This is an optimization exercise on Yosys and OpenROAD, whose aim is small area, a short achievable clock period and few clock cycles per item, not a production implementation. No functional check of the RTL was part of any run shown here. Power is estimated from default activity; no workload was simulated.

==> flow/design.v, too long to show whole: its modules and the start of the top module <==
// module lattice_interp: 1694 lines
// module lattice_fa: 10 lines
module lattice_interp (
  input  wire        clk,
  input  wire        rst,
  input  wire        in_valid,
  input  wire [63:0] in_x,         
  output reg         in_ready,
  output reg         mem_rd,
  output reg  [16:0] mem_addr,
  input  wire [15:0] mem_rdata,    
  output reg         out_valid,
  output reg  [15:0] out_y
);
  // ...
==> flow/flow/run.sh <==
#!/bin/bash
# Standard layout, with plain buffers (buf_2) on the ports instead of the
# delay buffers the port-buffering step picks by default, and timing repair
# aiming at a shorter period than the 10 ns clock.
set -euo pipefail
bash standard.sh "BUFFER_PORTS_ARGS=-buffer_cell sky130_fd_sc_hd__buf_2" SETUP_SLACK_MARGIN=6.3 finish > standard.log 2>&1
==> flow/standard.sh <==
#!/bin/bash
# synth_recipe.tcl (not shown) runs the flow's synth.tcl, then flattens the netlist and writes it again
# the make line also repeats each setting of config.mk as NAME=value (left out here)
make -C /OpenROAD-flow-scripts/flow DESIGN_CONFIG=/design/flow/config.mk WORK_HOME=/design/flow/orfs CLKGATE_MAP_FILE= SYNTH_SCRIPT=/design/flow/synth_recipe.tcl "${@:-finish}"
==> flow/config.mk <==
export PLATFORM = sky130hd
export DESIGN_NAME = lattice_interp
export DESIGN_NICKNAME = lattice_interp
export VERILOG_FILES = /design/flow/design.v
export SDC_FILE = /design/flow/constraint.sdc
export NUM_CORES = 4
export LEC_CHECK = 0
export CAP_MARGIN = 20
export CORE_MARGIN = 2
export CORE_UTILIZATION = 40
export CTS_BUF_LIST = sky130_fd_sc_hd__clkbuf_16
export CTS_CLUSTER_DIAMETER = 80
export CTS_CLUSTER_SIZE = 25
export SLEW_MARGIN = 20
export SYNTH_HIERARCHICAL = 1
==> flow/constraint.sdc <==
create_clock -name core_clock -period 10.0 [get_ports {clk}]
set_input_delay 2.0000 -clock core_clock [delete_from_list [all_inputs] [get_ports {clk}]]
set_output_delay 2.0000 -clock core_clock [all_outputs]
set_load 0.01 [all_outputs]
==> impl_results.md, run 1 <==
- Outcome: timing/DRC/antenna clean
- Crit-path max cell delay: 0.54 ns
- Dominant cell by count in the synthesized netlist: nand2_1
- Critical Path Sink Type: register
- Post-synth cell types: between 70 and 80
- Crit path to: mem_addr[16]$_DFF_P_
- Clock network fraction of design power: 0.100
- Top power group: combinational cells
- Horiz. Die Dim: 232.6 µm
- RSZ-0062 raised after global routing: true
- Post-DRT Antenna Nets: 0
- Sequential share of power: 0.231
- Post-DP HPWL: 41660 µm
- Worst flop-to-flop path startpoint: x_r[63]$_DFFE_PN_
- WL met3: 3499 µm
- Synth Area in Simple Gates: 0.1481
- Fin area: ~0.024 mm²
- Vias: 14700
- Max reg flops: 64
- Post-route clock period utilization: 0.3866
- CP Depth: 12
- Nets: 2605
- Largest family of logic cells by synthesized area: adder cells
- Worst rel slew slack: 0.4320
- Clock-net power: 0.955 mW
- Met1 global-route usage: 0.2691
- Seq cells: approximately 280
- Multi-input gate area: 0.01384 mm²
- R2R setup slack: 6.13 ns
- CTS root buffer: clkbuf_16
- Vias in the first global route: 15660
- Synth-to-Final Area Change: 13.01%
- Hold EP: w2[9]$_DFF_P_
- # clk buffers: 23
- Main synth FF type: dfxtp_1
- CP Cell Sequence: fa_1, fa_1, ha_1, mux2_4, ha_4, or4_4, o21ai_4, a21boi_2, o31a_1, o211ai_1, xor2_1, mux2i_1
- Power Combinational: 6.40 mW
- Mean routed wirelength per cell: between 20 and 25 µm
- CTS clock-pin slew for the worst setup and hold paths: 0.09 ns
- Fraction of area in multi-input gates: 0.5862
- Crit path kind: register to register
==> run 2, diff against run 1 <==
--- a/flow/design.v
+++ b/flow/design.v
@@ -15,17 +15,17 @@
   reg         lastc;       
   reg         fc;          
   reg  [3:0]  done;        
   wire [3:0]  one_x = {&in_x[63:48], &in_x[47:32], &in_x[31:16], &in_x[15:0]};
   wire [15:0] f0 = {x_r[11:0],  x_r[15:12]};
   wire [15:0] f1 = {x_r[27:16], x_r[31:28]};
   wire [15:0] f2 = {x_r[43:32], x_r[47:44]};
   wire [15:0] f3 = {x_r[59:48], x_r[63:60]};
-  wire [15:0] ib = {x_r[63:60], x_r[47:44], x_r[31:28], x_r[15:12]};
+  reg  [15:0] ib;
   wire g01 = f0 >= f1, g02 = f0 >= f2, g03 = f0 >= f3;
   wire g12 = f1 >= f2, g13 = f1 >= f3, g23 = f2 >= f3;
   wire g10 = f1 >= f0, g20 = f2 >= f0, g30 = f3 >= f0;
   wire g21 = f2 >= f1, g31 = f3 >= f1, g32 = f3 >= f2;
   wire [3:0] R = ~done & {|f3, |f2, |f1, |f0};
   wire [3:0] top;
   assign top[0] = R[0] & (~R[1] | g01) & (~R[2] | g02) & (~R[3] | g03);
   assign top[1] = R[1] & (~R[0] | g10) & (~R[2] | g12) & (~R[3] | g13);
@@ -46,21 +46,21 @@
   lattice_fa ad_5u (.a(ib[2]), .b(ib[6]), .c(ib[10]), .s(ad_5s), .co(ad_5c));
   wire ad_6s, ad_6c;
   lattice_fa ad_6u (.a(ib[14]), .b(ad_2c), .c(ad_5s), .s(ad_6s), .co(ad_6c));
   wire ad_7s, ad_7c;
   lattice_fa ad_7u (.a(ib[3]), .b(ib[7]), .c(ib[11]), .s(ad_7s), .co(ad_7c));
   wire ad_8s, ad_8c;
   lattice_fa ad_8u (.a(ib[15]), .b(ad_5c), .c(ad_7s), .s(ad_8s), .co(ad_8c));
   wire ad_9s, ad_9c;
-  lattice_fa ad_9u (.a(done[0]), .b(done[1]), .c(done[2]), .s(ad_9s), .co(ad_9c));
+  lattice_fa ad_9u (.a(done[0]), .b(done[1]), .c(ib[4]), .s(ad_9s), .co(ad_9c));
   wire ad_10s, ad_10c;
-  lattice_fa ad_10u (.a(done[3]), .b(ib[4]), .c(ib[12]), .s(ad_10s), .co(ad_10c));
+  lattice_fa ad_10u (.a(done[2]), .b(done[3]), .c(ib[12]), .s(ad_10s), .co(ad_10c));
   wire ad_11s, ad_11c;
-  lattice_fa ad_11u (.a(ad_9s), .b(ad_7c), .c(ad_10s), .s(ad_11s), .co(ad_11c));
+  lattice_fa ad_11u (.a(ad_7c), .b(ad_9s), .c(ad_10s), .s(ad_11s), .co(ad_11c));
   wire ad_12s, ad_12c;
   lattice_fa ad_12u (.a(ib[5]), .b(ib[8]), .c(ib[13]), .s(ad_12s), .co(ad_12c));
   wire ad_13s, ad_13c;
   lattice_fa ad_13u (.a(ib[12]), .b(ad_9c), .c(ad_10c), .s(ad_13s), .co(ad_13c));
   wire ad_14 = ad_12s ^ ad_13s;
   wire ad_15 = ad_12s & ad_13s;
   wire ad_16s, ad_16c;
   lattice_fa ad_16u (.a(ib[6]), .b(ib[9]), .c(ib[14]), .s(ad_16s), .co(ad_16c));
@@ -70,25 +70,25 @@
   wire ad_19 = ad_13c & ad_17s;
   wire ad_20s, ad_20c;
   lattice_fa ad_20u (.a(ib[7]), .b(ib[10]), .c(ib[15]), .s(ad_20s), .co(ad_20c));
   wire ad_21s, ad_21c;
   lattice_fa ad_21u (.a(ib[14]), .b(ad_16c), .c(ad_20s), .s(ad_21s), .co(ad_21c));
   wire ad_22 = ad_17c ^ ad_21s;
   wire ad_23 = ad_17c & ad_21s;
   wire ad_24s, ad_24c;
-  lattice_fa ad_24u (.a(done[1]), .b(done[3]), .c(ib[11]), .s(ad_24s), .co(ad_24c));
+  lattice_fa ad_24u (.a(done[1]), .b(ib[11]), .c(ib[8]), .s(ad_24s), .co(ad_24c));
   wire ad_25s, ad_25c;
-  lattice_fa ad_25u (.a(ib[8]), .b(ib[15]), .c(ib[12]), .s(ad_25s), .co(ad_25c));
+  lattice_fa ad_25u (.a(done[3]), .b(ib[15]), .c(ib[12]), .s(ad_25s), .co(ad_25c));
   wire ad_26s, ad_26c;
   lattice_fa ad_26u (.a(ad_20c), .b(ad_24s), .c(ad_25s), .s(ad_26s), .co(ad_26c));
   wire ad_27 = ad_21c ^ ad_26s;
   wire ad_28 = ad_21c & ad_26s;
   wire ad_29s, ad_29c;
-  lattice_fa ad_29u (.a(done[2]), .b(done[3]), .c(ib[9]), .s(ad_29s), .co(ad_29c));
+  lattice_fa ad_29u (.a(done[2]), .b(ib[9]), .c(done[3]), .s(ad_29s), .co(ad_29c));
   wire ad_30s, ad_30c;
   lattice_fa ad_30u (.a(ib[13]), .b(ib[12]), .c(ad_24c), .s(ad_30s), .co(ad_30c));
   wire ad_31s, ad_31c;
   lattice_fa ad_31u (.a(ad_25c), .b(ad_29s), .c(ad_30s), .s(ad_31s), .co(ad_31c));
   wire ad_32 = ad_26c ^ ad_28;
   wire ad_33 = ad_26c & ad_28;
   wire ad_34s, ad_34c;
   lattice_fa ad_34u (.a(ib[10]), .b(ib[14]), .c(ib[13]), .s(ad_34s), .co(ad_34c));
@@ -1650,22 +1650,21 @@
     accn_s   <= s_nx;
     accn_c   <= c_nx;
     lo_r     <= acc[15:0];
     out_y    <= fin ? acc[31:16] : fcy ? fh1 : out_y;
     first1   <= fc;
     first2   <= first1;
     first3   <= first2;
     mem_addr <= addr_nx;
+    ib       <= {in_x[63:60] & ~{4{one_x[3]}}, in_x[47:44] & ~{4{one_x[2]}},
+                 in_x[31:28] & ~{4{one_x[1]}}, in_x[15:12] & ~{4{one_x[0]}}};
     tp       <= bs;
     if (!act) begin
-      x_r  <= {in_x[63:60] & ~{4{one_x[3]}}, in_x[59:48],
-               in_x[47:44] & ~{4{one_x[2]}}, in_x[43:32],
-               in_x[31:28] & ~{4{one_x[1]}}, in_x[27:16],
-               in_x[15:12] & ~{4{one_x[0]}}, in_x[11:0]};
+      x_r  <= in_x;
       done <= one_x;
     end else begin
       done <= done | top;
     end
     if (rst) begin
       act       <= 1'b0;
       in_ready  <= 1'b1;
       lastc     <= 1'b0;
==> run 2 against run 1 <==
Count of clock-buffer cells in the layout decreased by 2. Total power increased by 1.0%. Routed wire length decreased by 0.35%. First-iteration DRC count decreased by 4.3%. Cell count decreased by 1.3%. Sequential cell count increased by 16. Highest routed layer unchanged. Via count decreased by 0.91%. Area after synthesis increased by 1.4%. Sequential power increased by 3%. Non-clock buffer count decreased by 33. Sequential share of layout area increased by 1.5 points.
==> impl_results.md, run 2 <==
- Outcome: timing/DRC/antenna clean
- Crit-path max cell delay: 0.52 ns (-0.02 ns)
- Number of core rows: between 80 and 90
- Post-synthesis compound-gate area fraction: 0.08475
- Adder-cell share of the synthesized area: 0.3907
- CP Depth: 15 (+3)
- Setup slack after layout: 6.260 ns
- Post-DRT Antenna Nets: 0 (unchanged)
- Largest family of logic cells by synthesized area: adder cells
- Post-route clock period utilization: 0.3740 (-0.01257)
- Type of origin of the critical path: register
- Max reg flops: 64 (unchanged)
- Die height: around 230 µm
- Initial Utilization: 0.4040
- CTS clock-pin slew for the worst setup and hold paths: 0.09 ns (about the same)
- Pins Over Slew Limit: 0
- Worst rel slew slack: 0.2681 (-0.1639)
- Placer Congestion: 0.9458
- PwrDens: 409.6 mW/mm²
- Crit path kind: register to register
- Mean Syn Cell Area: 11.16 µm²
- Syn Nets: 2466
- Share of Yosys cell area claimed by the top area cell type: 0.2797
- Worst path bufs/invs: 1
- Post-synthesis mux area share: 0.01518
- CTS root buffer: clkbuf_16
- Number of port buffers: 118
- Mean routed wirelength per cell: 20.24 µm (+0.94%)
- Main synth FF type: dfxtp_1
- GRT overflow: 0
- Synth Area in Simple Gates: 0.1361 (-0.01200)
- Register area share after synthesis: 0.3166
- TritonCTS clock tree: done
- Synth warn: 7
- Htree depth: 1
- Top cells by count, synth: fa_1 (296), nand2_1 (291), dfxtp_1 (215)
- Layout cells sized above 1: 0.1840
- FF-to-FF path depth: 15
- Global-route wire length before repair: 85980 µm
- Vias in the first global route: 15410 (-1.6%)
- Worst min path class: register to register
- Met3 Use GR: 0.02870
- Layout Cells excl Fill: 2699
- Antenna Cells: 0
- Synthesized instance count: approximately 1900
- Post-place setup slack: around 6 ns
- Post-Route WL: 54620 µm
- Synth async-reset ratio: 0
- EDFF count, synth: 80
- TritonRoute pass-1 iters: 5
- Die area: 0.05482 mm²
- Worst flop-to-flop path startpoint: ib[15]$_DFF_P_
- Post-synth cell types: 71 (-4.1%)
- WP data arrival: roughly 4.2 ns
- Met1 global-route usage: 0.2671 (-0.001959)
- Clock latency (worst-skew pair): 0.56 ns
- Worst hold stages: 0
- Critical Path RT: 10.43 ns
- Leak Pwr: between 9 and 10 nW
- Initial drt markers: just under 1000
- CP top delay family: adder cells
- Top cells by area in the synthesized netlist: fa_1 (28%), dfxtp_1 (20%), edfxtp_1 (11%)
- Met2 usage: 0.3477
- Vias: 14560 (-0.91%)
- # IOs: between 100 and 150
- Most common cell after layout, fill and taps aside: fa_1
- Horiz. Die Dim: 234.1 µm (+0.68%)
- Max Root-Sink Buffers: 3
- Via-to-Cell Ratio: 5.395
- Slew @ Worst Pin: 1.088 ns
- FF+latch count, synth: 295
- MaxCap Viol Count: 0
- Largest area contributor in the netlist: fa_1
- Global route hottest layer: met2
- Pin count of the biggest net entering global routing: 63
- Cells after DPL: about 2600
- Nets: 2563 (-1.6%)
- Post-Synth XOR/XNOR Area: 0.02191
- Drt drc: 0
- Post-layout minimum cycle time: 3.740 ns
- Final Hold Viols: 0
- Dominant cell by count in the synthesized netlist: fa_1
- Design Power: 9.659 mW
- Setup violators final: 0
- Largest reg by FF count: x_r
- Critical-path top delay cell: fa_1
- Setup TNS: 0 ns
- Clk sinks: about 300
- Synth-to-Final Area Change: 11.30%
- Initial antenna violation count: 0
- Total track usage: 0.2044
- Peak supply drop: 0.3215 mV
- Final clock skew: about 0.022 ns
- Highest clock rate: between 0.2 and 0.3 GHz
- Critical Path Fanout Max: 6
- Post-Syn Area: 0.02119 mm²
- Core area: 0.05245 mm²
- Min-delay src: w_reg[3]$_DFF_P_
- Critical Path Sink Type: register
- Commonest cells after routing, fill and taps aside: fa_1 (294), nand2_1 (291), ha_1 (185)
- Layout fillers: 4874
- CP Cell Sequence: buf_4, fa_1, fa_1, ha_1, ha_1, mux2_2, ha_4, nand2_1, a21oi_2, o21ai_4, a21boi_2, o31a_1, o211ai_1, xor2_1, mux2i_1
- TritonCTS Buffers: 21
- Post-DP HPWL: 43260 µm (+3.8%)
- Regs by FF count: x_r (64), accn_c (32), accn_s (32)
- Crit path from: ib[15]$_DFF_P_
- RSZ-0062 raised after global routing: true
[run 2: cell count changes after synthesis, moves of 9 or more]
cell	change
and2_1	+14
nand2_1	-39
o22ai_1	+14
dfxtp_1	+16
nand3_1	-12
a21o_1	+9
a221o_2	+10
o2111ai_1	-9
[run 2: logic make-up after synthesis]
kind of cell               after synthesis
DFF                                    295
AOI/OAI and AO/OA                      246
xor gates and xnor gates                53
and+or+nand+nor                        602
buffers and inverters                  190
adders and majority gates              484
muxes                                   29
[run 2: cell type report]
type | count | area, µm² | area share
Clock inverter | 17 | 201.4 | 0.008543
Clock buffer | 21 | 525.5 | 0.02229
Multi-Input combinational cell | 1414 | 13820 | 0.5862
Inverter | 103 | 386.6 | 0.01640
Sequential cell | 295 | 6848 | 0.2904
Timing Repair Buffer | 161 | 935.9 | 0.03969
Tap cell | 688 | 860.8 | 0.03651
[run 2: final timing paths]
path,to,slack [ns]
worst max-delay path,mem_addr[16]$_DFF_P_,6.26
worst min-delay path,w2[3]$_DFF_P_,0.33
worst max register to register,mem_addr[16]$_DFF_P_,6.26
worst min register to register,w2[3]$_DFF_P_,0.33
[run 2: timing repair]
item,in CTS,in global routing
setup buffers,9,26
hold buffers,0,0
setup endpoints to repair,24,19
pin swaps,7,8
hold endpoints to repair,0,0
resized for setup,62,34
[run 2: worst register-to-register path: cells and delay by family (launching register included)]
family          cells  cell delay [ns]
mux                 2             0.38
simple gates        1             0.06
compound gates      5             0.82
xor+xnor            1             0.16
fa+ha+maj           5             1.68
buf+inv             1             0.14
flops               1             0.37
[run 2: stage by stage]
step           instance area [µm²]  hold WS (ns)  utilization
4_1_cts                      23260        0.3297       0.4435
5_1_grt                      23580        0.3316       0.4496
3_3_place_gp                 22350        0.3101       0.4261
3_5_place_dp                 22350        0.3121       0.4261
2_1_floorplan                21210        0.3096            -
6_report                     23580        0.3273       0.4496
[run 2: routing by layer]
metal  vias to the layer above  wire length (µm)
li1                       6651                 -
met1                      7261             23110
met2                       545             26170
met3                       105              3210
met4                         0              2129
met5                         -                 0
[run 2: Yosys stat by module, one instance, submodules excluded]
module	times used	area (µm²)	flip-flops and latches
lattice_interp	1	15560	295
lattice_fa	281	20.02	0
[run 2: power by group]
part / switching, mW / total (mW) / internal, mW
combinational: 3.43 / 6.46 / 3.03
sequential: 0.437 / 2.28 / 1.84
clock: 0.499 / 0.922 / 0.423

## separate check: timing with driven ports
Ports are ideal in the flow. The routed layouts listed here were re-timed in OpenROAD. Step 1 (the two cells are an assumption about what drives the block):
set clk [get_ports {clk}]
set_driving_cell -lib_cell sky130_fd_sc_hd__clkbuf_16 $clk
set_driving_cell -lib_cell sky130_fd_sc_hd__buf_2 [delete_from_list [all_inputs] $clk]
Step 2 adds t to the input delays and takes it off the output delays; t is the mean of the earliest and latest rising clock arrival at the registers after step 1. Input paths then give back, and output paths get back, about the clock's delay inside the block. Three values: no drivers, after step 1, after step 2; two values: the first two.
run	t (ns)	setup WS [ns]	latest minus earliest clock arrival (ns)	pins driven straight from the clock port
run 1	0.601	6.134 / 6.134 / 6.134	0.035 / 0.035	1
run 2	0.605	6.260 / 6.260 / 6.260	0.028 / 0.027	1
After both steps every run listed still meets setup and hold.
